Background: an optimization exercise with open tools, aiming at small area. Do not read the settings as production practice.
At most, simulation tests tie the RTL to the original design; equivalence was not proved.

==> inputs of trial 62 <==
// fil_nchan
module fil_nchan (
    input             clk,
    input             rst,           
    input      [8:0]  cfg_d,         
    input      [3:0]  cfg_shift1,    
    input      [6:0]  cfg_taps,      
    input      [3:0]  cfg_dfir,      
    input      [4:0]  cfg_shift2,    
    input      [1:0]  cfg_msel,      
    input             coef_we,
    input      [5:0]  coef_addr,
    input      [23:0] coef_wdata,
    input             bs_valid,
    input             bs_bit,
    output reg        out_valid,
    output reg [23:0] out_data,
    output reg        out_sat1,
    output reg        out_sat2
);
clock: 15.0 ns
lec_check: 0
abc_area: 1
cap_margin: 20
core_margin: 2
core_utilization: 50
gpl_routability_driven: 1
slew_margin: 20
run.sh (not shown) runs the stock make flow with config.mk's settings and CLKGATE_MAP_FILE= SYNTH_SCRIPT=/design/flow/synth_recipe.tcl, a recipe that flattens the netlist after the stock synthesis.
==> trial 79: changes against trial 62 <==
--- a/flow/design.v
+++ b/flow/design.v
@@ -16,33 +16,28 @@
     output reg [23:0] out_data,
     output reg        out_sat1,
     output reg        out_sat2
 );
     integer i;
     reg  [25:0] int1, int2, int3, int3_d, comb1_d, comb2_d;
     reg  [8:0]  dcnt;
-    reg         bv, bb;              
-    always @(posedge clk) begin
-        bv <= bs_valid && !rst;
-        bb <= bs_bit;
-    end
     wire [25:0] int1_n, int2_n, int3_n, comb1_n, comb2_n, comb3_n;
     wire        dlast = (dcnt == cfg_d);
-    fil_nchan_radd #(26) u_i1 (.a(int1), .b({{25{~bb}}, 1'b1}), .cin(1'b0), .s(int1_n), .cout());
+    fil_nchan_radd #(26) u_i1 (.a(int1), .b({{25{~bs_bit}}, 1'b1}), .cin(1'b0), .s(int1_n), .cout());
     fil_nchan_radd #(26) u_i2 (.a(int2), .b(int1_n), .cin(1'b0), .s(int2_n), .cout());
     fil_nchan_radd #(26) u_i3 (.a(int3), .b(int2_n), .cin(1'b0), .s(int3_n), .cout());
     fil_nchan_radd #(26) u_c1 (.a(int3_n),  .b(~int3_d),  .cin(1'b1), .s(comb1_n), .cout());
     fil_nchan_radd #(26) u_c2 (.a(comb1_n), .b(~comb1_d), .cin(1'b1), .s(comb2_n), .cout());
     fil_nchan_radd #(26) u_c3 (.a(comb2_n), .b(~comb2_d), .cin(1'b1), .s(comb3_n), .cout());
     always @(posedge clk) begin
         if (rst) begin
             int1 <= 0; int2 <= 0; int3 <= 0;
             int3_d <= 0; comb1_d <= 0; comb2_d <= 0;
             dcnt <= 9'd1;
-        end else if (bv) begin
+        end else if (bs_valid) begin
             int1 <= int1_n;
             int2 <= int2_n;
             int3 <= int3_n;
             if (dlast) begin
                 dcnt    <= 9'd1;
                 int3_d  <= int3_n;
                 comb1_d <= comb1_n;
@@ -56,27 +51,27 @@
     reg         s1ing;               
     reg  [3:0]  s1c;                 
     reg         sv;                  
     wire [25:0] sy_inc = sy + 26'd1;
     wire        sat1 = (sy[25:23] != 3'b000) && (sy[25:23] != 3'b111);
     wire [23:0] xnew = sat1 ? {sy[25], {23{~sy[25]}}} : sy[23:0];
     always @(posedge clk) begin
-        if (bv && dlast && !rst)
+        if (bs_valid && dlast && !rst)
             sy <= comb3_n;
         else if (s1ing)
             sy <= (s1c == 4'd0) ? {sy_inc[25], sy_inc[25:1]} : {sy[25], sy[25:1]};
     end
     always @(posedge clk) begin
         if (rst) begin
             s1ing <= 1'b0;
             s1c   <= 0;
             sv    <= 1'b0;
         end else begin
             sv <= 1'b0;
-            if (bv && dlast) begin
+            if (bs_valid && dlast) begin
                 if (cfg_shift1 == 0)
                     sv <= 1'b1;
                 else begin
                     s1ing <= 1'b1;
                     s1c   <= cfg_shift1 - 4'd1;
                 end
             end else if (s1ing) begin
@@ -103,18 +98,15 @@
     reg         busy;                
     reg  [5:0]  pc;
     reg  [5:0]  nv;                  
     reg  [3:0]  fcnt;
     reg         outp;                
     reg  [6:0]  sage;                
     wire        pass = sv | busy;
-    reg         ph0;                 
-    wire [23:0] w    = ph0 ? xnew : xe;
-    always @(posedge clk)
-        ph0 <= (ph == 6'd63);
+    wire [23:0] w    = (ph == 6'd0) ? xnew : xe;
     always @(posedge clk) begin
         xe <= xq[63];
         for (i = 1; i < 64; i = i + 1)
             xq[i] <= xq[i-1];
         xq[0] <= pass ? w : xq[63];
     end
     always @(posedge clk) begin
@@ -146,19 +138,15 @@
                     busy <= 1'b0;
                     if (nv != 6'd63)
                         nv <= nv + 6'd1;
                 end
             end
         end
     end
-    reg         tin;
-    wire [5:0]  ph1  = ph + 6'd1;
-    always @(posedge clk)
-        tin <= ({1'b0, ph1} < cfg_taps) && (ph1 <= nv);
-    wire        ten  = pass && tin;
+    wire        ten  = pass && ({1'b0, ph} < cfg_taps) && (ph <= nv);
     wire [23:0] mx   = ten ? w : 24'd0;
     reg  [53:0] acc;
     reg         shing;
     reg  [4:0]  sc;
     reg         s2go;
     reg         fsat;                
     wire        rnd   = shing && (sc == 5'd0);
@@ -169,15 +157,15 @@
     fil_nchan_mac u_mac (.acc(accin), .c(~cq[63]), .x(mx), .cin(rnd), .ra(ra), .rb(rb));
     fil_nchan_radd #(27) u_lo (.a(ra[26:0]),  .b(rb[26:0]),  .cin(1'b0), .s(slo),  .cout(clo));
     fil_nchan_radd #(27) u_hi (.a(ra[53:27]), .b(rb[53:27]), .cin(1'b0), .s(shi0), .cout());
     reg  [26:0] hcar;
     always @(*) begin
         hcar[0] = clo;
         for (i = 1; i < 27; i = i + 1)
-            hcar[i] = clo & (&(shi0 | ~((27'd1 << i) - 27'd1)));
+            hcar[i] = hcar[i-1] & shi0[i-1];
     end
     wire [53:0] sum = {shi0 ^ hcar, slo};
     always @(posedge clk) begin
         if (shing && sc >= 5'd2)
             acc <= {{2{sum[53]}}, sum[53:2]};
         else if (shing)
             acc <= {sum[53], sum[53:1]};
@@ -221,16 +209,15 @@
     reg         vpend;               
     reg         mpass;
     reg  [2:0]  rw;                  
     reg  [2:0]  cnt;                 
     reg  [2:0]  a1, a2;              
     wire [2:0]  mm1  = {cfg_msel, 1'b0};         
     wire        inw  = (hp <= mm1);              
-    wire signed [23:0] vs = vr, hs = he[23:0];
-    wire        vlt  = vs < hs;
+    wire        vlt  = $signed(vr) < $signed(he[23:0]);
     wire [2:0]  rnew = he[26:24] - {2'd0, he[26:24] > rw} + {2'd0, vlt};
     reg  [26:0] hin;
     always @(*) begin
         if (hinit != 0)
             hin = {mm1 - hp, 24'd0};
         else if (mpass && hp == 3'd0)
             hin = {cnt, vr};
==> flow/config.mk (replaced) <==
export PLATFORM = sky130hd
export DESIGN_NAME = fil_nchan
export DESIGN_NICKNAME = fil_nchan
export VERILOG_FILES = /design/flow/design.v
export SDC_FILE = /design/flow/constraint.sdc
export NUM_CORES = 4
export LEC_CHECK = 0
export CAP_MARGIN = 20
export CORE_MARGIN = 2
export CORE_UTILIZATION = 50
export GPL_ROUTABILITY_DRIVEN = 1
export SLEW_MARGIN = 20
==> trial 48: changes against trial 62 <==
--- a/flow/design.v
+++ b/flow/design.v
@@ -16,33 +16,28 @@
     output reg [23:0] out_data,
     output reg        out_sat1,
     output reg        out_sat2
 );
     integer i;
     reg  [25:0] int1, int2, int3, int3_d, comb1_d, comb2_d;
     reg  [8:0]  dcnt;
-    reg         bv, bb;              
-    always @(posedge clk) begin
-        bv <= bs_valid && !rst;
-        bb <= bs_bit;
-    end
     wire [25:0] int1_n, int2_n, int3_n, comb1_n, comb2_n, comb3_n;
     wire        dlast = (dcnt == cfg_d);
-    fil_nchan_radd #(26) u_i1 (.a(int1), .b({{25{~bb}}, 1'b1}), .cin(1'b0), .s(int1_n), .cout());
+    fil_nchan_radd #(26) u_i1 (.a(int1), .b({{25{~bs_bit}}, 1'b1}), .cin(1'b0), .s(int1_n), .cout());
     fil_nchan_radd #(26) u_i2 (.a(int2), .b(int1_n), .cin(1'b0), .s(int2_n), .cout());
     fil_nchan_radd #(26) u_i3 (.a(int3), .b(int2_n), .cin(1'b0), .s(int3_n), .cout());
     fil_nchan_radd #(26) u_c1 (.a(int3_n),  .b(~int3_d),  .cin(1'b1), .s(comb1_n), .cout());
     fil_nchan_radd #(26) u_c2 (.a(comb1_n), .b(~comb1_d), .cin(1'b1), .s(comb2_n), .cout());
     fil_nchan_radd #(26) u_c3 (.a(comb2_n), .b(~comb2_d), .cin(1'b1), .s(comb3_n), .cout());
     always @(posedge clk) begin
         if (rst) begin
             int1 <= 0; int2 <= 0; int3 <= 0;
             int3_d <= 0; comb1_d <= 0; comb2_d <= 0;
             dcnt <= 9'd1;
-        end else if (bv) begin
+        end else if (bs_valid) begin
             int1 <= int1_n;
             int2 <= int2_n;
             int3 <= int3_n;
             if (dlast) begin
                 dcnt    <= 9'd1;
                 int3_d  <= int3_n;
                 comb1_d <= comb1_n;
@@ -56,27 +51,27 @@
     reg         s1ing;               
     reg  [3:0]  s1c;                 
     reg         sv;                  
     wire [25:0] sy_inc = sy + 26'd1;
     wire        sat1 = (sy[25:23] != 3'b000) && (sy[25:23] != 3'b111);
     wire [23:0] xnew = sat1 ? {sy[25], {23{~sy[25]}}} : sy[23:0];
     always @(posedge clk) begin
-        if (bv && dlast && !rst)
+        if (bs_valid && dlast && !rst)
             sy <= comb3_n;
         else if (s1ing)
             sy <= (s1c == 4'd0) ? {sy_inc[25], sy_inc[25:1]} : {sy[25], sy[25:1]};
     end
     always @(posedge clk) begin
         if (rst) begin
             s1ing <= 1'b0;
             s1c   <= 0;
             sv    <= 1'b0;
         end else begin
             sv <= 1'b0;
-            if (bv && dlast) begin
+            if (bs_valid && dlast) begin
                 if (cfg_shift1 == 0)
                     sv <= 1'b1;
                 else begin
                     s1ing <= 1'b1;
                     s1c   <= cfg_shift1 - 4'd1;
                 end
             end else if (s1ing) begin
@@ -103,18 +98,15 @@
     reg         busy;                
     reg  [5:0]  pc;
     reg  [5:0]  nv;                  
     reg  [3:0]  fcnt;
     reg         outp;                
     reg  [6:0]  sage;                
     wire        pass = sv | busy;
-    reg         ph0;                 
-    wire [23:0] w    = ph0 ? xnew : xe;
-    always @(posedge clk)
-        ph0 <= (ph == 6'd63);
+    wire [23:0] w    = (ph == 6'd0) ? xnew : xe;
     always @(posedge clk) begin
         xe <= xq[63];
         for (i = 1; i < 64; i = i + 1)
             xq[i] <= xq[i-1];
         xq[0] <= pass ? w : xq[63];
     end
     always @(posedge clk) begin
@@ -146,19 +138,15 @@
                     busy <= 1'b0;
                     if (nv != 6'd63)
                         nv <= nv + 6'd1;
                 end
             end
         end
     end
-    reg         tin;
-    wire [5:0]  ph1  = ph + 6'd1;
-    always @(posedge clk)
-        tin <= ({1'b0, ph1} < cfg_taps) && (ph1 <= nv);
-    wire        ten  = pass && tin;
+    wire        ten  = pass && ({1'b0, ph} < cfg_taps) && (ph <= nv);
     wire [23:0] mx   = ten ? w : 24'd0;
     reg  [53:0] acc;
     reg         shing;
     reg  [4:0]  sc;
     reg         s2go;
     reg         fsat;                
     wire        rnd   = shing && (sc == 5'd0);
@@ -169,15 +157,15 @@
     fil_nchan_mac u_mac (.acc(accin), .c(~cq[63]), .x(mx), .cin(rnd), .ra(ra), .rb(rb));
     fil_nchan_radd #(27) u_lo (.a(ra[26:0]),  .b(rb[26:0]),  .cin(1'b0), .s(slo),  .cout(clo));
     fil_nchan_radd #(27) u_hi (.a(ra[53:27]), .b(rb[53:27]), .cin(1'b0), .s(shi0), .cout());
     reg  [26:0] hcar;
     always @(*) begin
         hcar[0] = clo;
         for (i = 1; i < 27; i = i + 1)
-            hcar[i] = clo & (&(shi0 | ~((27'd1 << i) - 27'd1)));
+            hcar[i] = hcar[i-1] & shi0[i-1];
     end
     wire [53:0] sum = {shi0 ^ hcar, slo};
     always @(posedge clk) begin
         if (shing && sc >= 5'd2)
             acc <= {{2{sum[53]}}, sum[53:2]};
         else if (shing)
             acc <= {sum[53], sum[53:1]};
@@ -221,16 +209,15 @@
     reg         vpend;               
     reg         mpass;
     reg  [2:0]  rw;                  
     reg  [2:0]  cnt;                 
     reg  [2:0]  a1, a2;              
     wire [2:0]  mm1  = {cfg_msel, 1'b0};         
     wire        inw  = (hp <= mm1);              
-    wire signed [23:0] vs = vr, hs = he[23:0];
-    wire        vlt  = vs < hs;
+    wire        vlt  = $signed(vr) < $signed(he[23:0]);
     wire [2:0]  rnew = he[26:24] - {2'd0, he[26:24] > rw} + {2'd0, vlt};
     reg  [26:0] hin;
     always @(*) begin
         if (hinit != 0)
             hin = {mm1 - hp, 24'd0};
         else if (mpass && hp == 3'd0)
             hin = {cnt, vr};
==> impl_metrics.tcl <==
set metrics [dict create \
    grt_max_degree 100 \
    routed_wl_mm 310.4 \
    status "no timing/DRC/antenna violations" \
    coreArea_mm2 0.2455 \
    cts-buffers-inserted 365 \
    nFillCells 20670 \
    synth.area.mux_share_pct 0.02437 \
    instances_no_fill 15350 \
    die_area_mm2 0.2505 \
    worst_path_largest_cell_delay_ps 610 \
    powerClk_mw 9.30 \
]
(the above is from trial 62)
==> impl_metrics.tcl <==
set metrics [dict create \
    status "complete, but fails checks" \
    so_faults "negative setup slack" \
    syn2layout_area_growth_pct 15.89 \
    cts-buffers-inserted 362 \
    worst_path_largest_cell_delay_ps 580 \
    die_area_mm2 0.2486 \
    grt_max_degree 167 \
    synth.area.mux_share_pct 14.29 \
    coreArea_mm2 0.2432 \
    instances_no_fill 13720 \
    setup_viol 10 \
    worst_slack_ps -1461 \
]
(the above is from trial 79)
==> impl_metrics.tcl <==
set metrics [dict create \
    setup_viol 12 \
    cts-buffers-inserted 361 \
    instances_no_fill 15630 \
    coreArea_mm2 0.2403 \
    status "complete, but fails checks" \
    worst_slack_ps -1388 \
    die_area_mm2 0.2452 \
    nFillCells 20310 \
    so_faults "negative setup slack" \
]
(the above is from trial 48)
No functional check of the RTL was part of trial 79 and trial 48.

## separate check: timing with driven ports
The results above use ideal ports. As a check the final layouts listed here were re-extracted and re-timed, cells and wires unchanged. Step 1 (the two cells are an assumption about what drives the block):
set clk [get_ports {clk}]
set_driving_cell -lib_cell sky130_fd_sc_hd__clkbuf_16 $clk
set_driving_cell -lib_cell sky130_fd_sc_hd__buf_2 [delete_from_list [all_inputs] $clk]
Step 2 adds t to the input delays and takes it off the output delays; t is the mean of the earliest and latest rising clock arrival at the registers after step 1. Input paths then give back, and output paths get back, about the clock's delay inside the block. a / b / c = ideal / step 1 / step 2; a / b = the first two.
run | t, ns | slack for setup (ns) | cell pins on the clock port's net
trial 62 | 1.016 | 0.388 / 0.388 / 0.388 | 1
trial 79 | 1.040 | -1.461 / -1.411 / -2.451 | 1
trial 48 | 1.022 | -1.388 / -1.357 / -2.379 | 1
For trial 48, which loses most, drivers alone change the setup slack by +0.031 ns; drivers and shift together by -0.991 ns.
